Context: an optimization exercise on an open-source flow, tuned for small area, a short achievable clock period and few clock cycles per item. The choices shown serve that exercise and are no tape-out recipe.
Function was not checked in any run shown here: the RTL went through the layout flow alone.

==> flow/design.v, too long to show whole: its modules and the start of the top module <==
// module qg_screen_lane: 722 lines
module qg_screen_lane (
    input  wire         clk,
    input  wire         rst,
    input  wire         in_valid,
    output wire         in_ready,
    input  wire [1:0]   in_fmt,         
    input  wire         in_grey3,       
    input  wire         in_two_rowsets,
    input  wire [7:0]   in_p0,          
    input  wire [7:0]   in_ph,          
    input  wire [7:0]   in_pv,          
    input  wire [7:0]   in_phv,         
    input  wire [15:0]  in_gain,        
    input  wire [111:0] in_theta,       
    input  wire [15:0]  in_mask,        
    input  wire [8:0]   in_share,       
    input  wire         in_zone,        
    input  wire [10:0]  in_k,           
    input  wire [10:0]  in_s,           
    input  wire [11:0]  in_dots2_map,   
    output reg          out_valid,
    output reg  [2:0]   out_logical,
    output reg  [2:0]   out_level,
    output reg          out_rowset,
    output reg          out_pick_b,
    output reg          out_clip
);
  // ...
==> flow/run.sh <==
#!/bin/bash
# synth_recipe.tcl (not shown) runs the flow's synth.tcl, then flattens the netlist and writes it again
# the make line also repeats each setting of config.mk as NAME=value (left out here)
make -C /OpenROAD-flow-scripts/flow DESIGN_CONFIG=/design/flow/config.mk WORK_HOME=/design/flow/orfs CLKGATE_MAP_FILE= SYNTH_SCRIPT=/design/flow/synth_recipe.tcl finish
==> flow/config.mk <==
export PLATFORM = sky130hd
export DESIGN_NAME = qg_screen_lane
export DESIGN_NICKNAME = qg_screen_lane
export VERILOG_FILES = /design/flow/design.v
export SDC_FILE = /design/flow/constraint.sdc
export NUM_CORES = 4
export LEC_CHECK = 0
export CAP_MARGIN = 20
export CORE_MARGIN = 2
export CORE_UTILIZATION = 40
export PLACE_DENSITY = 0.6
export SLEW_MARGIN = 20
==> flow/constraint.sdc <==
create_clock -name core_clock -period 48.0 [get_ports {clk}]
set_input_delay 9.6000 -clock core_clock [delete_from_list [all_inputs] [get_ports {clk}]]
set_output_delay 9.6000 -clock core_clock [all_outputs]
set_load 0.01 [all_outputs]
==> summary.txt, run 1 <==
- Non-clk buf share: 0.1065
- Seq area share: 0.1732
- Number of buffers added on ports: 236
- Crit path to: out_level[1]$_DFF_P_
- Status: complete, no violations
- Hold_sp: s1_rowset$_DFF_P_
- Hold path depth: 0
- Hold Path Class: reg2reg
- Post-synth EDFFs: 0
- Highest routed layer: met4
- Final Hold Fails: 0
- Core Util, Final: 0.4824
- Dpl cell area: around 23000 um^2
- GRT met2 Usage: 0.4154
- Per-cell routed wire length: roughly 20 um
- WP data arrival: 14.09 ns
- TritonCTS clock tree: built
- Largest net degree at the start of global routing: 37
- CP Buf/Inv Count: 4
- Share of layout cells above drive strength 1: 0.04659
- Count of different cell masters after synthesis: between 80 and 90
- First-pass GRT wire length: 99680 um
- Clk root buf: clkbuf_16
- Final wirelength: 63030 um
- Initial antenna violation count: 1
- Main flop type after synthesis: dfxtp_1
==> run 2: changes to the inputs <==
--- a/flow/design.v
+++ b/flow/design.v
@@ -50,128 +50,129 @@
             c1 = (f[0] & f[1]) | (f[2] & (f[0] | f[1]));
             s2 = f[3] ^ f[4] ^ f[5];
             c2 = (f[3] & f[4]) | (f[5] & (f[3] | f[4]));
             s3 = s1 ^ s2 ^ f[6];
             c3 = (s1 & s2) | (f[6] & (s1 | s2));
             count7 = {(c1 & c2) | (c3 & (c1 | c2)), c1 ^ c2 ^ c3, s3};
         end
     endfunction
-    wire        in_rank_lt_share = in_share[8] | gt16({8'd0, in_share[7:0]}, {8'd0, in_mask[7:0]});
-    wire        in_rowset = in_two_rowsets && in_rank_lt_share;
+    wire        in_rowset = in_two_rowsets &
+                            (in_share[8] | gt16({8'd0, in_share[7:0]}, {8'd0, in_mask[7:0]}));
     wire [2:0]  in_dots   = in_fmt[0]  ? in_p0[2:0] :
                             in_grey3   ? in_dots2_map[3*in_p0[1:0] +: 3] :
                                          {1'b0, in_p0[1:0]};
+    wire [7:0]  in_uh  = in_fmt[0] ? in_p0 : in_ph;
+    wire [7:0]  in_uv  = in_fmt[0] ? in_p0 : in_pv;
+    wire [7:0]  in_uhv = in_fmt[0] ? in_p0 : in_phv;
+    wire is_s_1 = in_p0[0] ^ in_uh[0] ^ in_uv[0];
+    wire is_c_2 = (in_p0[0] & in_uh[0]) | (in_p0[0] & in_uv[0]) | (in_uh[0] & in_uv[0]);
+    wire is_s_3 = in_uh[0] ^ in_uv[0] ^ in_p0[1];
+    wire is_c_4 = (in_uh[0] & in_uv[0]) | (in_uh[0] & in_p0[1]) | (in_uv[0] & in_p0[1]);
+    wire is_s_5 = in_uh[1] ^ in_uv[1] ^ in_uhv[1];
+    wire is_c_6 = (in_uh[1] & in_uv[1]) | (in_uh[1] & in_uhv[1]) | (in_uv[1] & in_uhv[1]);
+    wire is_s_7 = in_uh[1] ^ in_uv[1] ^ in_p0[2];
+    wire is_c_8 = (in_uh[1] & in_uv[1]) | (in_uh[1] & in_p0[2]) | (in_uv[1] & in_p0[2]);
+    wire is_s_9 = in_uh[2] ^ in_uv[2] ^ in_uhv[2];
+    wire is_c_10 = (in_uh[2] & in_uv[2]) | (in_uh[2] & in_uhv[2]) | (in_uv[2] & in_uhv[2]);
+    wire is_s_11 = in_p0[0] ^ in_uh[2] ^ in_uv[2];
+    wire is_c_12 = (in_p0[0] & in_uh[2]) | (in_p0[0] & in_uv[2]) | (in_uh[2] & in_uv[2]);
+    wire is_s_13 = in_p0[3] ^ in_uh[3] ^ in_uv[3];
+    wire is_c_14 = (in_p0[3] & in_uh[3]) | (in_p0[3] & in_uv[3]) | (in_uh[3] & in_uv[3]);
+    wire is_s_15 = in_p0[1] ^ in_uh[3] ^ in_uv[3];
+    wire is_c_16 = (in_p0[1] & in_uh[3]) | (in_p0[1] & in_uv[3]) | (in_uh[3] & in_uv[3]);
+    wire is_s_17 = in_p0[4] ^ in_uh[4] ^ in_uv[4];
+    wire is_c_18 = (in_p0[4] & in_uh[4]) | (in_p0[4] & in_uv[4]) | (in_uh[4] & in_uv[4]);
+    wire is_s_19 = in_p0[2] ^ in_uh[4] ^ in_uv[4];
+    wire is_c_20 = (in_p0[2] & in_uh[4]) | (in_p0[2] & in_uv[4]) | (in_uh[4] & in_uv[4]);
+    wire is_s_21 = in_p0[5] ^ in_uh[5] ^ in_uv[5];
+    wire is_c_22 = (in_p0[5] & in_uh[5]) | (in_p0[5] & in_uv[5]) | (in_uh[5] & in_uv[5]);
+    wire is_s_23 = in_p0[3] ^ in_uh[5] ^ in_uv[5];
+    wire is_c_24 = (in_p0[3] & in_uh[5]) | (in_p0[3] & in_uv[5]) | (in_uh[5] & in_uv[5]);
+    wire is_s_25 = in_p0[6] ^ in_uh[6] ^ in_uv[6];
+    wire is_c_26 = (in_p0[6] & in_uh[6]) | (in_p0[6] & in_uv[6]) | (in_uh[6] & in_uv[6]);
+    wire is_s_27 = in_p0[4] ^ in_uh[6] ^ in_uv[6];
+    wire is_c_28 = (in_p0[4] & in_uh[6]) | (in_p0[4] & in_uv[6]) | (in_uh[6] & in_uv[6]);
+    wire is_s_29 = in_p0[7] ^ in_uh[7] ^ in_uv[7];
+    wire is_c_30 = (in_p0[7] & in_uh[7]) | (in_p0[7] & in_uv[7]) | (in_uh[7] & in_uv[7]);
+    wire is_s_31 = in_p0[5] ^ in_uh[7] ^ in_uv[7];
+    wire is_c_32 = (in_p0[5] & in_uh[7]) | (in_p0[5] & in_uv[7]) | (in_uh[7] & in_uv[7]);
+    wire [39:0] in_us = {in_p0[7], in_p0[6], is_c_32, is_s_31, is_c_30, is_c_28, in_uhv[7], is_s_29, is_s_27, is_c_26, is_c_24, in_uhv[6], is_s_25, is_s_23, is_c_22, is_c_20, in_uhv[5], is_s_21, is_s_19, is_c_18, is_c_16, in_uhv[4], is_s_17, is_s_15, is_c_14, is_c_12, in_uhv[3], is_s_13, is_s_11, is_c_10, is_c_8, is_s_9, is_s_7, is_c_6, is_c_4, is_s_5, is_s_3, is_c_2, in_uhv[0], is_s_1};
     reg         s1_valid;
-    reg [1:0]   s1_fmt;
+    reg         s1_dotsfmt;
     reg         s1_grey3;
-    reg [7:0]   s1_p0, s1_ph, s1_pv, s1_phv;
+    reg [39:0] s1_us;
     reg [15:0]  s1_gain;
     reg [111:0] s1_theta;
     reg [2:0]   s1_dots;
     reg         s1_rowset;
     reg         s1_zone;
     reg [7:0]   s1_rank;
     reg [10:0]  s1_k, s1_s;
     always @(posedge clk) begin
         if (rst) s1_valid <= 1'b0;
         else     s1_valid <= in_valid;
-        s1_fmt    <= in_fmt;
-        s1_grey3  <= in_grey3;
-        s1_p0     <= in_p0;
-        s1_ph     <= in_ph;
-        s1_pv     <= in_pv;
-        s1_phv    <= in_phv;
-        s1_gain   <= in_gain;
-        s1_theta  <= in_theta;
-        s1_dots   <= in_dots;
-        s1_rowset <= in_rowset;
-        s1_zone   <= in_zone;
-        s1_rank   <= in_mask[15:8];
-        s1_k      <= in_k;
-        s1_s      <= in_s;
+        s1_dotsfmt <= in_fmt[1];
+        s1_grey3   <= in_grey3;
+        s1_us      <= in_us;
+        s1_gain    <= in_gain;
+        s1_theta   <= in_theta;
+        s1_dots    <= in_dots;
+        s1_rowset  <= in_rowset;
+        s1_zone    <= in_zone;
+        s1_rank    <= in_mask[15:8];
+        s1_k       <= in_k;
+        s1_s       <= in_s;
     end
-    wire us_s_1 = s1_p0[0] ^ s1_ph[0] ^ s1_pv[0];
-    wire us_c_2 = (s1_p0[0] & s1_ph[0]) | (s1_p0[0] & s1_pv[0]) | (s1_ph[0] & s1_pv[0]);
-    wire us_s_3 = 1'b1 ^ s1_ph[0] ^ s1_pv[0];
-    wire us_c_4 = (1'b1 & s1_ph[0]) | (1'b1 & s1_pv[0]) | (s1_ph[0] & s1_pv[0]);
-    wire us_s_5 = s1_p0[1] ^ s1_ph[1] ^ s1_pv[1];
-    wire us_c_6 = (s1_p0[1] & s1_ph[1]) | (s1_p0[1] & s1_pv[1]) | (s1_ph[1] & s1_pv[1]);
-    wire us_s_7 = s1_phv[1] ^ us_c_2 ^ us_s_3;
-    wire us_c_8 = (s1_phv[1] & us_c_2) | (s1_phv[1] & us_s_3) | (us_c_2 & us_s_3);
-    wire us_s_9 = s1_ph[1] ^ s1_pv[1] ^ s1_p0[2];
-    wire us_c_10 = (s1_ph[1] & s1_pv[1]) | (s1_ph[1] & s1_p0[2]) | (s1_pv[1] & s1_p0[2]);
-    wire us_s_11 = s1_ph[2] ^ s1_pv[2] ^ s1_phv[2];
-    wire us_c_12 = (s1_ph[2] & s1_pv[2]) | (s1_ph[2] & s1_phv[2]) | (s1_pv[2] & s1_phv[2]);
-    wire us_s_13 = us_c_4 ^ us_c_6 ^ us_s_9;
-    wire us_c_14 = (us_c_4 & us_c_6) | (us_c_4 & us_s_9) | (us_c_6 & us_s_9);
-    wire us_s_15 = us_s_11 ^ us_c_8 ^ us_s_13;
-    wire us_c_16 = (us_s_11 & us_c_8) | (us_s_11 & us_s_13) | (us_c_8 & us_s_13);
-    wire us_s_17 = s1_p0[0] ^ s1_ph[2] ^ s1_pv[2];
-    wire us_c_18 = (s1_p0[0] & s1_ph[2]) | (s1_p0[0] & s1_pv[2]) | (s1_ph[2] & s1_pv[2]);
-    wire us_s_19 = s1_p0[3] ^ s1_ph[3] ^ s1_pv[3];
-    wire us_c_20 = (s1_p0[3] & s1_ph[3]) | (s1_p0[3] & s1_pv[3]) | (s1_ph[3] & s1_pv[3]);
-    wire us_s_21 = s1_phv[3] ^ us_c_10 ^ us_c_12;
-    wire us_c_22 = (s1_phv[3] & us_c_10) | (s1_phv[3] & us_c_12) | (us_c_10 & us_c_12);
-    wire us_s_23 = us_s_17 ^ us_s_19 ^ us_c_14;
-    wire us_c_24 = (us_s_17 & us_s_19) | (us_s_17 & us_c_14) | (us_s_19 & us_c_14);
-    wire us_s_25 = us_s_21 ^ us_c_16 ^ us_s_23;
-    wire us_c_26 = (us_s_21 & us_c_16) | (us_s_21 & us_s_23) | (us_c_16 & us_s_23);
-    wire us_s_27 = s1_p0[1] ^ s1_ph[3] ^ s1_pv[3];
-    wire us_c_28 = (s1_p0[1] & s1_ph[3]) | (s1_p0[1] & s1_pv[3]) | (s1_ph[3] & s1_pv[3]);
-    wire us_s_29 = s1_p0[4] ^ s1_ph[4] ^ s1_pv[4];
-    wire us_c_30 = (s1_p0[4] & s1_ph[4]) | (s1_p0[4] & s1_pv[4]) | (s1_ph[4] & s1_pv[4]);
-    wire us_s_31 = s1_phv[4] ^ us_c_18 ^ us_c_20;
-    wire us_c_32 = (s1_phv[4] & us_c_18) | (s1_phv[4] & us_c_20) | (us_c_18 & us_c_20);
-    wire us_s_33 = us_s_27 ^ us_s_29 ^ us_c_22;
-    wire us_c_34 = (us_s_27 & us_s_29) | (us_s_27 & us_c_22) | (us_s_29 & us_c_22);
-    wire us_s_35 = us_s_31 ^ us_c_24 ^ us_s_33;
-    wire us_c_36 = (us_s_31 & us_c_24) | (us_s_31 & us_s_33) | (us_c_24 & us_s_33);
-    wire us_s_37 = s1_p0[2] ^ s1_ph[4] ^ s1_pv[4];
-    wire us_c_38 = (s1_p0[2] & s1_ph[4]) | (s1_p0[2] & s1_pv[4]) | (s1_ph[4] & s1_pv[4]);
-    wire us_s_39 = s1_p0[5] ^ s1_ph[5] ^ s1_pv[5];
-    wire us_c_40 = (s1_p0[5] & s1_ph[5]) | (s1_p0[5] & s1_pv[5]) | (s1_ph[5] & s1_pv[5]);
-    wire us_s_41 = s1_phv[5] ^ us_c_28 ^ us_c_30;
-    wire us_c_42 = (s1_phv[5] & us_c_28) | (s1_phv[5] & us_c_30) | (us_c_28 & us_c_30);
-    wire us_s_43 = us_s_37 ^ us_s_39 ^ us_c_32;
-    wire us_c_44 = (us_s_37 & us_s_39) | (us_s_37 & us_c_32) | (us_s_39 & us_c_32);
-    wire us_s_45 = us_s_41 ^ us_c_34 ^ us_s_43;
-    wire us_c_46 = (us_s_41 & us_c_34) | (us_s_41 & us_s_43) | (us_c_34 & us_s_43);
-    wire us_s_47 = s1_p0[3] ^ s1_ph[5] ^ s1_pv[5];
-    wire us_c_48 = (s1_p0[3] & s1_ph[5]) | (s1_p0[3] & s1_pv[5]) | (s1_ph[5] & s1_pv[5]);
-    wire us_s_49 = s1_p0[6] ^ s1_ph[6] ^ s1_pv[6];
-    wire us_c_50 = (s1_p0[6] & s1_ph[6]) | (s1_p0[6] & s1_pv[6]) | (s1_ph[6] & s1_pv[6]);
-    wire us_s_51 = s1_phv[6] ^ us_c_38 ^ us_c_40;
-    wire us_c_52 = (s1_phv[6] & us_c_38) | (s1_phv[6] & us_c_40) | (us_c_38 & us_c_40);
-    wire us_s_53 = us_s_47 ^ us_s_49 ^ us_c_42;
-    wire us_c_54 = (us_s_47 & us_s_49) | (us_s_47 & us_c_42) | (us_s_49 & us_c_42);
-    wire us_s_55 = us_s_51 ^ us_c_44 ^ us_s_53;
-    wire us_c_56 = (us_s_51 & us_c_44) | (us_s_51 & us_s_53) | (us_c_44 & us_s_53);
-    wire us_s_57 = s1_p0[4] ^ s1_ph[6] ^ s1_pv[6];
-    wire us_c_58 = (s1_p0[4] & s1_ph[6]) | (s1_p0[4] & s1_pv[6]) | (s1_ph[6] & s1_pv[6]);
-    wire us_s_59 = s1_p0[7] ^ s1_ph[7] ^ s1_pv[7];
-    wire us_c_60 = (s1_p0[7] & s1_ph[7]) | (s1_p0[7] & s1_pv[7]) | (s1_ph[7] & s1_pv[7]);
-    wire us_s_61 = s1_phv[7] ^ us_c_48 ^ us_c_50;
-    wire us_c_62 = (s1_phv[7] & us_c_48) | (s1_phv[7] & us_c_50) | (us_c_48 & us_c_50);
-    wire us_s_63 = us_s_57 ^ us_s_59 ^ us_c_52;
-    wire us_c_64 = (us_s_57 & us_s_59) | (us_s_57 & us_c_52) | (us_s_59 & us_c_52);
-    wire us_s_65 = us_s_61 ^ us_c_54 ^ us_s_63;
-    wire us_c_66 = (us_s_61 & us_c_54) | (us_s_61 & us_s_63) | (us_c_54 & us_s_63);
-    wire us_s_67 = s1_p0[5] ^ s1_ph[7] ^ s1_pv[7];
-    wire us_c_68 = (s1_p0[5] & s1_ph[7]) | (s1_p0[5] & s1_pv[7]) | (s1_ph[7] & s1_pv[7]);
-    wire us_s_69 = us_c_58 ^ us_c_60 ^ us_s_67;
-    wire us_c_70 = (us_c_58 & us_c_60) | (us_c_58 & us_s_67) | (us_c_60 & us_s_67);
-    wire us_s_71 = us_c_62 ^ us_s_69 ^ us_c_64;
-    wire us_c_72 = (us_c_62 & us_s_69) | (us_c_62 & us_c_64) | (us_s_69 & us_c_64);
-    wire us_s_73 = s1_p0[6] ^ us_c_68 ^ us_c_70;
-    wire us_c_74 = (s1_p0[6] & us_c_68) | (s1_p0[6] & us_c_70) | (us_c_68 & us_c_70);
-    wire [11:0] us_x = {1'b0, s1_p0[7], us_c_72, us_c_66, us_c_56, us_c_46, us_c_36, us_c_26, us_s_25, us_s_15, us_s_5, s1_phv[0]};
-    wire [11:0] us_y = {1'b0, us_c_74, us_s_73, us_s_71, us_s_65, us_s_55, us_s_45, us_s_35, 1'b0, 1'b0, us_s_7, us_s_1};
+    wire us_s_33 = 1'b1 ^ s1_us[2] ^ s1_us[3];
+    wire us_c_34 = (1'b1 & s1_us[2]) | (1'b1 & s1_us[3]) | (s1_us[2] & s1_us[3]);
+    wire us_s_35 = s1_us[5] ^ s1_us[6] ^ s1_us[7];
+    wire us_c_36 = (s1_us[5] & s1_us[6]) | (s1_us[5] & s1_us[7]) | (s1_us[6] & s1_us[7]);
+    wire us_s_37 = s1_us[8] ^ us_c_34 ^ us_s_35;
+    wire us_c_38 = (s1_us[8] & us_c_34) | (s1_us[8] & us_s_35) | (us_c_34 & us_s_35);
+    wire us_s_39 = s1_us[9] ^ s1_us[10] ^ s1_us[11];
+    wire us_c_40 = (s1_us[9] & s1_us[10]) | (s1_us[9] & s1_us[11]) | (s1_us[10] & s1_us[11]);
+    wire us_s_41 = s1_us[12] ^ s1_us[13] ^ us_c_36;
+    wire us_c_42 = (s1_us[12] & s1_us[13]) | (s1_us[12] & us_c_36) | (s1_us[13] & us_c_36);
+    wire us_s_43 = us_s_39 ^ us_c_38 ^ us_s_41;
+    wire us_c_44 = (us_s_39 & us_c_38) | (us_s_39 & us_s_41) | (us_c_38 & us_s_41);
+    wire us_s_45 = s1_us[14] ^ s1_us[15] ^ s1_us[16];
+    wire us_c_46 = (s1_us[14] & s1_us[15]) | (s1_us[14] & s1_us[16]) | (s1_us[15] & s1_us[16]);
+    wire us_s_47 = s1_us[17] ^ s1_us[18] ^ us_c_40;
+    wire us_c_48 = (s1_us[17] & s1_us[18]) | (s1_us[17] & us_c_40) | (s1_us[18] & us_c_40);
+    wire us_s_49 = us_s_45 ^ us_c_42 ^ us_s_47;
+    wire us_c_50 = (us_s_45 & us_c_42) | (us_s_45 & us_s_47) | (us_c_42 & us_s_47);
+    wire us_s_51 = s1_us[19] ^ s1_us[20] ^ s1_us[21];
+    wire us_c_52 = (s1_us[19] & s1_us[20]) | (s1_us[19] & s1_us[21]) | (s1_us[20] & s1_us[21]);
+    wire us_s_53 = s1_us[22] ^ s1_us[23] ^ us_c_46;
+    wire us_c_54 = (s1_us[22] & s1_us[23]) | (s1_us[22] & us_c_46) | (s1_us[23] & us_c_46);
+    wire us_s_55 = us_s_51 ^ us_c_48 ^ us_s_53;
+    wire us_c_56 = (us_s_51 & us_c_48) | (us_s_51 & us_s_53) | (us_c_48 & us_s_53);
+    wire us_s_57 = s1_us[24] ^ s1_us[25] ^ s1_us[26];
+    wire us_c_58 = (s1_us[24] & s1_us[25]) | (s1_us[24] & s1_us[26]) | (s1_us[25] & s1_us[26]);
+    wire us_s_59 = s1_us[27] ^ s1_us[28] ^ us_c_52;
+    wire us_c_60 = (s1_us[27] & s1_us[28]) | (s1_us[27] & us_c_52) | (s1_us[28] & us_c_52);
+    wire us_s_61 = us_s_57 ^ us_c_54 ^ us_s_59;
+    wire us_c_62 = (us_s_57 & us_c_54) | (us_s_57 & us_s_59) | (us_c_54 & us_s_59);
+    wire us_s_63 = s1_us[29] ^ s1_us[30] ^ s1_us[31];
+    wire us_c_64 = (s1_us[29] & s1_us[30]) | (s1_us[29] & s1_us[31]) | (s1_us[30] & s1_us[31]);
+    wire us_s_65 = s1_us[32] ^ s1_us[33] ^ us_c_58;
+    wire us_c_66 = (s1_us[32] & s1_us[33]) | (s1_us[32] & us_c_58) | (s1_us[33] & us_c_58);
+    wire us_s_67 = us_s_63 ^ us_c_60 ^ us_s_65;
+    wire us_c_68 = (us_s_63 & us_c_60) | (us_s_63 & us_s_65) | (us_c_60 & us_s_65);
+    wire us_s_69 = s1_us[34] ^ s1_us[35] ^ s1_us[36];
+    wire us_c_70 = (s1_us[34] & s1_us[35]) | (s1_us[34] & s1_us[36]) | (s1_us[35] & s1_us[36]);
+    wire us_s_71 = us_c_64 ^ us_s_69 ^ us_c_66;
+    wire us_c_72 = (us_c_64 & us_s_69) | (us_c_64 & us_c_66) | (us_s_69 & us_c_66);
+    wire us_s_73 = s1_us[37] ^ s1_us[38] ^ us_c_70;
+    wire us_c_74 = (s1_us[37] & s1_us[38]) | (s1_us[37] & us_c_70) | (s1_us[38] & us_c_70);
+    wire [11:0] us_x = {1'b0, s1_us[39], us_c_72, us_c_68, us_c_62, us_c_56, us_c_50, us_c_44, us_s_43, us_s_37, s1_us[4], s1_us[0]};
+    wire [11:0] us_y = {1'b0, us_c_74, us_s_73, us_s_71, us_s_67, us_s_61, us_s_55, us_s_49, 1'b0, 1'b0, us_s_33, s1_us[1]};
     wire [11:0] up_sum = us_x + us_y;
-    wire [9:0]  u      = s1_fmt[0] ? {s1_p0, 2'b00} : up_sum[11:2];
+    wire [9:0]  u      = up_sum[11:2];
     wire [9:0]  t_hi   = u + {8'd0, u[9:8]};
     wire [15:0] t      = {t_hi, u[7:2]};
     wire [15:0] tm     = {u, u[7:2]};
     wire [18:0] gx = {2'b00, s1_gain, 1'b0};
     genvar j;
     generate
         for (j = 0; j < 9; j = j + 1) begin : booth
             wire b0 = gx[2*j], b1 = gx[2*j+1], b2 = gx[2*j+2];
@@ -704,17 +705,17 @@
     wire [19:0] pk_y = {1'b0, pk_c_570, pk_s_569, pk_s_567, pk_s_563, pk_s_557, pk_s_549, pk_s_539, pk_s_527, pk_s_513, pk_s_497, pk_s_481, pk_h_465, 1'b0, pk_h_435, 1'b0, pk_h_413, 1'b0, 1'b0, 1'b0};
     wire [19:0] pk_sum = pk_x + pk_y;
     wire        pick   = s1_zone & pk_sum[19];
     always @(posedge clk) begin
         if (rst) out_valid <= 1'b0;
         else     out_valid <= s1_valid;
         out_rowset <= s1_rowset;
         out_pick_b <= pick;
-        if (s1_fmt[1]) begin
+        if (s1_dotsfmt) begin
             out_logical <= s1_dots;
             out_level   <= s1_dots;
             out_clip    <= 1'b0;
         end else begin
             out_logical <= count7(gt_t);
             out_level   <= count7(gt_e);
             out_clip    <= clip;
         end
==> flow/flow/run.sh (new file) <==
#!/bin/bash
# Standard layout (standard.sh) with two changes: ABC maps with a delay
# target (flow/abc.script, through flow/synth.tcl), and ports get buf_2
# buffers instead of the default cell.
set -euo pipefail
W=$PWD
bash standard.sh finish SYNTH_SCRIPT=$W/flow/synth.tcl \
  "BUFFER_PORTS_ARGS=-buffer_cell sky130_fd_sc_hd__buf_2" SETUP_SLACK_MARGIN=36 > $W/standard.log 2>&1
==> flow/flow/abc.script (new file) <==
strash
dch
map -D 6000
buffer
upsize -D 6000
dnsize -D 6000
stime -p
==> flow/flow/synth.tcl (new file) <==
# synth_recipe.tcl with ABC's script swapped for flow/abc.script.
proc synth {args} { yosys synth -nofsm -noshare {*}$args }
set ::my_flow_dir [file dirname [file normalize [info script]]]
proc abc {args} {
  set i [lsearch -exact $args -script]
  if {$i >= 0} { set args [lreplace $args $i [expr {$i + 1}] -script $::my_flow_dir/abc.script] }
  set i [lsearch -exact $args -D]
  if {$i >= 0} { set args [lreplace $args $i [expr {$i + 1}]] }
  yosys abc {*}$args
}
source $::env(SCRIPTS_DIR)/synth.tcl
# left out here: clear keep_hierarchy, flatten, clean up, hide names made inside functions, write 1_2_yosys.v
==> flow/standard.sh (new file) <==
#!/bin/bash
# synth_recipe.tcl (not shown) runs the flow's synth.tcl, then flattens the netlist and writes it again
# the make line also repeats each setting of config.mk as NAME=value (left out here)
make -C /OpenROAD-flow-scripts/flow DESIGN_CONFIG=/design/flow/config.mk WORK_HOME=/design/flow/orfs CLKGATE_MAP_FILE= SYNTH_SCRIPT=/design/flow/synth_recipe.tcl "${@:-finish}"
removed: flow/run.sh
==> run 2 against run 1 <==
  * Still clean on timing, DRC and antenna
  * Worst hold slack got worse by 0.0026 ns
  * Non-clock buffer count rose by 14
  * Critical path depth up 11
  * First-iteration DRC count rose by 6.4%
  * Register-to-register slack improved by 2.2 ns
  * Final cell count increased by 12%
  * Area after synthesis decreased by 1.4%
  * Core utilization fell by 0.58 points
  * Critical path type unchanged
==> summary.txt, run 2 <==
- Critical Path RT: 48.43 ns
- Post-Synthesis Cells: roughly 2600
- Slew headroom: 0.3003
- Worst path max stage delay: 0.54 ns
- Synthesized Nets: about 3100
- IO Count: 238
- Maxcap violations: 0
- Setup TNS: 0 ns
- Clk_skew: 0.02393 ns
- Largest Register: s1_theta
- Most common cell after layout, fill and taps aside: inv_1
- GR Util All Layers: 0.2664
- Clk slew on worst S/H paths: ~0.06 ns
- Crit-path slowest cell: fa_1
- Per-cell routed wire length: 19.44 um (-3.8%)
- Setup violators final: 0
- Count of different cell masters after synthesis: 46 (-48%)
- Crit Path Max Fanout: 11
- Depth of the most critical reg-to-reg path: 53
- Met3 usage: 0.03227
- Number of buffers added on ports: 236 (unchanged)
- Post-synth top cells: 596 x inv_1, 325 x nor2_1, 296 x nand2_1
- Hold path depth: 0 (unchanged)
- Nets: ~3400
- Placeable Area: roughly 50000 um^2
- TritonCTS Sinks: 216
- Pre-Repair DR Iteration Count: 5
- # rows: just over 80
- Main flop type after synthesis: dfxtp_1
- DR vias/cell: approximately 5.3
- Syn Area/Cell: approximately 7.8 um^2
- Die height: around 230 um
- GRT overflow: 0
- Insertion delay to the later sink of the worst-skew pair: about 0.55 ns
- Die Footprint: roughly 52000 um^2
- Area contributors post-synth: fa_1 26%, dfxtp_1 22%, inv_1 11%
- Initial core utilization: 0.4069
- RSZ-0062 raised after global routing: no
- CTS Buffer Depth: 3
- Status: complete, no violations
- TritonCTS clock tree: built
- Commonest cells after routing, fill and taps aside: 589 x inv_1, 318 x nor2_1, 280 x nand2_1
- H-tree Lvls: 1
- Fin crit share: 0.2390
- Most frequent cell after synthesis: inv_1
- Crit path time final: between 10 and 15 ns
- Final Max Slew Viols: 0
- Seq cells post-synth: about 220
- Hold_sp: s1_rowset$_DFF_P_
- Mapped Area: ~20000 um^2
- Highest clock rate: just under 90 MHz
- Grt met1 use: 0.3523
- Slew @ Worst Pin: 1.046 ns
- First-pass GRT wire length: 105000 um (+5.4%)
- GRT met2 Usage: 0.4554 (+0.04001)
- Number of flip-flops in the largest register: approximately 110
- Largest net degree at the start of global routing: 31 (-16%)
- Hold Path End: out_rowset$_DFF_P_
- Core Util, Final: 0.4766 (-0.005772)
- DR vias: about 19000
- Die W: roughly 230 um
- First DRT Iteration DRCs: about 1400
- Gpl congestion: 0.9813
- Area grow syn2layout: 17.13%
- Ys async rst share: 0
- Final Hold Fails: 0 (unchanged)
- Share of layout cells above drive strength 1: 0.1406 (+0.09401)
- CTS Buf Count: 24
- DRC viols: 0
- Final wirelength: 68220 um (+8.2%)
- Sequential share of the synthesized area: 0.2166
- Synth warn: 1
- WP data arrival: 11.90 ns (-2.19 ns)
- Reg2Reg Setup Slack: between 30 and 40 ns
- CP startpoint kind: register
- WS Path Type: reg2reg
- Hold Path Class: reg2reg
- Post-synth EDFFs: 0 (unchanged)
- Vias in the first global route: between 15000 and 20000
- Initial antenna violation count: 3 (+2)
- GR peak layer: met2
- Antenna Violating Nets Remaining: 0
- Largest registers: s1_theta x112, s1_us x40, s1_gain x16
- Antenna cells: 0
- Post-synth top area share: 0.2608
- Worst reg2reg path startpoint: s1_us[9]$_DFF_P_
- Clk root buf: clkbuf_16
- Synth area leader: fa_1
- Terminus of the critical flop-to-flop path: out_level[1]$_DFF_P_
- Post-DP HPWL: approximately 56000 um
- Critical path capture point type: register
run 2: changes by cell type in the layout (fill, tap and decap cells not counted), sizes merged, moves of 43 or more:
| cell | before | now |
|---|---|---|
| xnor2 | 94 | 6 |
| clkdlybuf4s50 | 236 | 0 |
| nand2 | 150 | 296 |
| and2 | 106 | 0 |
| a22oi | 55 | 12 |
| maj3 | 81 | 4 |
| o22ai | 29 | 90 |
| buf | 28 | 277 |
| o21ai | 73 | 127 |
| xor2 | 21 | 91 |
| nor2 | 83 | 325 |
| inv | 382 | 599 |
run 2: metal layers:
layer  up-vias  wire (um)
li1       8646          -
met1      9049      28820
met2       787      32820
met5         -         27
met3       121       4482
met4         4       2067
run 2: final cells by class:
type / instances / area [um^2]
Fill cell: 4947 / 25670
Tap cell: 664 / 830.8
Multi-Input combinational cell: 1687 / 13460
Inverter: 621 / 2365
Clock inverter: 11 / 192.7
Clock buffer: 32 / 661.9
Timing Repair Buffer: 278 / 1543
Sequential cell: 216 / 4324
run 2: logic make-up (layout without fill, tap and decap cells):
| kind of cell | Yosys count | count (layout) | share of synthesized area |
|---|---|---|---|
| adders and majority gates | 344 | 344 | 0.3129 |
| other | 1 | 1 | 0.0001879 |
| buffers and inverters | 662 | 942 | 0.1247 |
| and+or+nand+nor | 760 | 760 | 0.1552 |
| DFF | 216 | 216 | 0.2166 |
| AOI/OAI and AO/OA | 485 | 485 | 0.1478 |
| xor gates and xnor gates | 97 | 97 | 0.04256 |
run 2: per-stage QoR:
| step | area, um^2 | hold WS, ns | setup slack (ns) | std cells |
|---|---|---|---|---|
| after detailed placement | 21900 | 0.3164 | 34.93 | 3435 |
| after CTS | 22950 | 0.3303 | 36.00 | 3491 |
| final | 23380 | 0.3276 | 36.53 | 3509 |
| after global placement | 21900 | 0.3138 | 35.19 | 3435 |
| after floorplan | 19960 | 0.3096 | 36.80 | 2565 |
| after global routing | 23380 | 0.3315 | 35.98 | 3509 |
run 2: repair_timing:
| action | in CTS | in global routing |
|---|---|---|
| hold buffers | 0 | 0 |
| cloned | 0 | 1 |
| buffers inserted | 13 | 17 |
| endpoints found under the setup margin | 3 | 3 |
| pin swaps | 2 | 7 |
| gates resized for setup | 41 | 73 |
run 2: worst max-delay path, delay by kind of cell (launching register included):
kind                     cells  cell delay (ns)
AO/OA/AOI/OAI                8             1.38
adder cells (fa/ha/maj)     13             5.93
buffers and inverters       13             1.31
flip-flops                   1             0.32
AND/OR/NAND/NOR             19             2.39
run 2: worst max-delay path by stage:
| stage | start | end | slack (ns) |
|---|---|---|---|
| 3_3_place_gp | s1_us[9]$_DFF_P_ | out_level[1]$_DFF_P_ | 35.19 |
| 3_5_place_dp | s1_us[9]$_DFF_P_ | out_level[1]$_DFF_P_ | 34.93 |
| 5_1_grt | s1_us[9]$_DFF_P_ | out_level[1]$_DFF_P_ | 35.98 |
| 2_1_floorplan | s1_us[9]$_DFF_P_ | out_level[1]$_DFF_P_ | 36.80 |
| 6_report | s1_us[9]$_DFF_P_ | out_level[1]$_DFF_P_ | 36.53 |
| 4_1_cts | s1_us[9]$_DFF_P_ | out_level[1]$_DFF_P_ | 36.00 |
==> run 3: changes to the inputs <==
--- a/flow/flow/run.sh
+++ b/flow/flow/run.sh
@@ -5,4 +5,4 @@
 set -euo pipefail
 W=$PWD
 bash standard.sh finish SYNTH_SCRIPT=$W/flow/synth.tcl \
-  "BUFFER_PORTS_ARGS=-buffer_cell sky130_fd_sc_hd__buf_2" SETUP_SLACK_MARGIN=36 > $W/standard.log 2>&1
+  "BUFFER_PORTS_ARGS=-buffer_cell sky130_fd_sc_hd__buf_2" SETUP_SLACK_MARGIN=37.3 > $W/standard.log 2>&1
==> run 3 against run 2 <==
  * Still clean on timing, DRC and antenna
  * Clock skew fell by 0.0017 ns
  * Synthesized cell count did not move
  * Sequential cell count did not move
  * Fmax rose by 7.0%
  * Via count barely moved
  * Clock-buffer cell count fell by 3
  * Die area did not move
  * Core utilization rose by 2.1 points
==> summary.txt, run 3 <==
- Final Max Slew Viols: 0 (unchanged)
- Number of flip-flops in the largest register: 112 (unchanged)
- Largest Register: s1_theta
- DR vias: 18600 (-0.054%)
- Setup TNS: 0 ns (unchanged)
- RSZ-0062 raised after global routing: yes
- Per-cell routed wire length: 19.56 um (+0.63%)
- DRC viols: 0 (unchanged)
- DR vias/cell: 5.252 (-0.96%)
- Largest net degree at the start of global routing: 31 (unchanged)
- Nets: 3425 (+0.88%)
- IO Count: 238 (unchanged)
- Ys async rst share: 0 (unchanged)
- TritonCTS clock tree: built
- Insertion delay to the later sink of the worst-skew pair: 0.56 ns (about the same)
- Initial antenna violation count: 2 (-1)
- Vias in the first global route: 18870 (+0.52%)
- Core Util, Final: 0.4977 (+0.02104)
- CTS Buf Count: 25 (+4.2%)
- Reg2Reg Setup Slack: 37.28 ns (+0.75 ns)
- Post-synth EDFFs: 0 (unchanged)
- Status: complete, no violations
- Synth warn: 1 (unchanged)
- WS Path Type: reg2reg
- Setup violators final: 0 (unchanged)
- Final Hold Fails: 0 (unchanged)
- Largest registers: s1_theta x112, s1_us x40, s1_gain x16
- Most common cell after layout, fill and taps aside: inv_1
- Terminus of the critical flop-to-flop path: out_level[1]$_DFF_P_
- Post-synth top area share: 0.2608 (unchanged)
- Count of different cell masters after synthesis: 46 (unchanged)
- # rows: 81 (unchanged)
- Post-Synthesis Cells: 2565 (unchanged)
- Mapped Area: 19960 um^2 (unchanged)
- Crit-path slowest cell: fa_2
- Crit path time final: 10.72 ns (-0.7531 ns)
- Slew headroom: 0.2919 (-0.008354)
- Final wirelength: 69280 um (+1.5%)
- First DRT Iteration DRCs: 1512 (+6.8%)
- Antenna Violating Nets Remaining: 0 (unchanged)
- Crit path max-delay family: adder cells
- Share of layout cells above drive strength 1: 0.2061 (+0.06552)
- Worst path max stage delay: 0.55 ns (about the same)
- Post-synth top cells: 596 x inv_1, 325 x nor2_1, 296 x nand2_1
- Critical Path RT: 48.41 ns (-0.02 ns)
- CTS Buffer Depth: 3 (unchanged)
- Clk root buf: clkbuf_16
- Crit Path Max Fanout: 5 (-6)
- CP Buf/Inv Count: 13 (unchanged)
- Die height: 227.4 um (unchanged)
- Placeable Area: 49050 um^2 (unchanged)
- Commonest cells after routing, fill and taps aside: 565 x inv_1, 289 x nor2_1, 266 x nand2_1
- WP data arrival: 11.13 ns (-0.77 ns)
- Initial core utilization: 0.4069 (unchanged)
- GR Util All Layers: 0.2692 (+0.002876)
- Stages on the worst setup path: 47 (-11%)
- CP startpoint kind: register
- Worst reg2reg path startpoint: s1_us[9]$_DFF_P_
- Synth area leader: fa_1
- H-tree Lvls: 1 (unchanged)
- Post-DP HPWL: 55620 um (-1.4%)
- Clk slew on worst S/H paths: 0.06 ns (about the same)
- CP most frequent cell: fa_1
- Main flop type after synthesis: dfxtp_1
- Antenna cells: 0 (unchanged)
- Cell Count, Final, Fillers Out: 3541 (+0.91%)
- Most frequent cell after synthesis: inv_1
- CTS hold repair buffers: 0 (unchanged)
- Seq cells post-synth: 216 (unchanged)
- TritonCTS Sinks: 216 (unchanged)
- Slew @ Worst Pin: 1.049 ns (+0.002767 ns)
- Hold Path Class: reg2reg
- Critical path capture point type: register
- GRT overflow: 0 (unchanged)
- Final Cell Area: 24410 um^2 (+4.4%)
- Die Footprint: 51700 um^2 (unchanged)
- Pre-Repair DR Iteration Count: 6 (+1)
- Syn Area/Cell: 7.782 um^2 (unchanged)
- Number of buffers added on ports: 236 (unchanged)
- Crit path to: out_level[1]$_DFF_P_
- First-pass GRT wire length: 105400 um (+0.32%)
- Synthesized Nets: 3132 (unchanged)
- Die W: 227.4 um (unchanged)
- Area grow syn2layout: 22.30%
- Sequential share of the synthesized area: 0.2166 (unchanged)
- Maxcap violations: 0 (unchanged)
- Area contributors post-synth: fa_1 26%, dfxtp_1 22%, inv_1 11%
- Depth of the most critical reg-to-reg path: 47 (-11%)
- Clk_skew: 0.02221 ns (-0.001721 ns)
- CP Launch Point: s1_us[9]$_DFF_P_
- Dpl cell area: 21900 um^2 (about the same)
- Post-Place Cells: 3432 (-0.087%)
- Highest clock rate: 93.31 MHz (+7.0%)
- Gpl congestion: 0.9784 (-0.30%)
- Fin crit share: 0.2233 (-0.01569)
-- run 3: changes by cell type in the layout (fill, tap and decap cells not counted), sizes merged --
cell | before | now
inv | 599 | 604
clkinv | 20 | 24
buf | 277 | 302
nand2 | 296 | 298
clkbuf | 33 | 29
-- run 3: worst min path at each step --
| stage | from | end | slack [ns] | cells after the start |
|---|---|---|---|---|
| after floorplan | s1_rowset$_DFF_P_ | out_rowset$_DFF_P_ | 0.31 | 0 |
| after global placement | s1_rowset$_DFF_P_ | out_rowset$_DFF_P_ | 0.32 | 0 |
| after detailed placement | s1_rowset$_DFF_P_ | out_rowset$_DFF_P_ | 0.32 | 0 |
| after CTS | s1_rowset$_DFF_P_ | out_rowset$_DFF_P_ | 0.33 | 0 |
| after global routing | s1_rowset$_DFF_P_ | out_rowset$_DFF_P_ | 0.34 | 0 |
| final | s1_rowset$_DFF_P_ | out_rowset$_DFF_P_ | 0.33 | 0 |
-- run 3: cell families after synthesis --
family,count (synthesis),synth area share
AOI/OAI and AO/OA,485,0.1478
and+or+nand+nor,760,0.1552
xor gates and xnor gates,97,0.04256
DFF,216,0.2166
adders and majority gates,344,0.3129
other,1,0.0001879
buffers and inverters,662,0.1247
-- run 3: stage by stage --
step	worst slack [ns]	hold slack [ns]
3_3_place_gp	35.43	0.3232
2_1_floorplan	37.30	0.3096
3_5_place_dp	35.15	0.3182
4_1_cts	37.22	0.3291
5_1_grt	36.86	0.3419
6_report	37.28	0.3284
-- run 3: layout make-up --
type                       instances  area [um^2]
fill                            4816        24640
inverter                         621         2395
multi-input combinational       1689        14210
clock inverter                    17        247.7
sequential                       216         4327
timing repair inverter             3        17.52
timing repair buffer             302         1724
clock buffer                      29        660.6
tap                              664        830.8
-- run 3: repair_timing --
action                                  CTS  global route
gates cloned                              4             2
buffers inserted                         39            18
resized for setup                       168           150
endpoints found under the setup margin   10            21
pin swaps                                57            75
-- run 3: per-layer routing --
metal  share of wire  routed length [um]  track usage
met1            0.41               28600       0.3452
met2            0.48               33160       0.4612
met3           0.067                4610      0.03446
met4           0.042                2879       0.1063
met5         0.00035                  24            0

==> static timing again, ports no longer ideal <==
The flow's constraints put no driver on any port. The routed layouts listed below were extracted and timed again, unchanged, in two steps.
Step 1 sets driving cells, clkbuf_16 on the clock port and buf_2 on the other inputs (assumed; they add their load-dependent delay and slew).
Step 2 also shifts input and output timing later by t, the mid clock arrival at the registers, as if the neighbouring blocks saw the same clock.
a / b / c = no drivers / after step 1 / after step 2; a / b = the first two.
run | shift t [ns] | setup slack, ns | worst slew at a driven data input, ns
run 1 | 0.593 | 34.337 / 34.337 / 34.337 | 0.07
run 2 | 0.598 | 36.530 / 36.530 / 36.530 | 0.06
run 3 | 0.598 | 37.283 / 37.283 / 36.865 | 0.07
After both steps setup and hold are still met in every run listed. For run 3, which loses most, drivers alone change the setup slack by 0.000 ns; drivers and shift together by -0.418 ns.
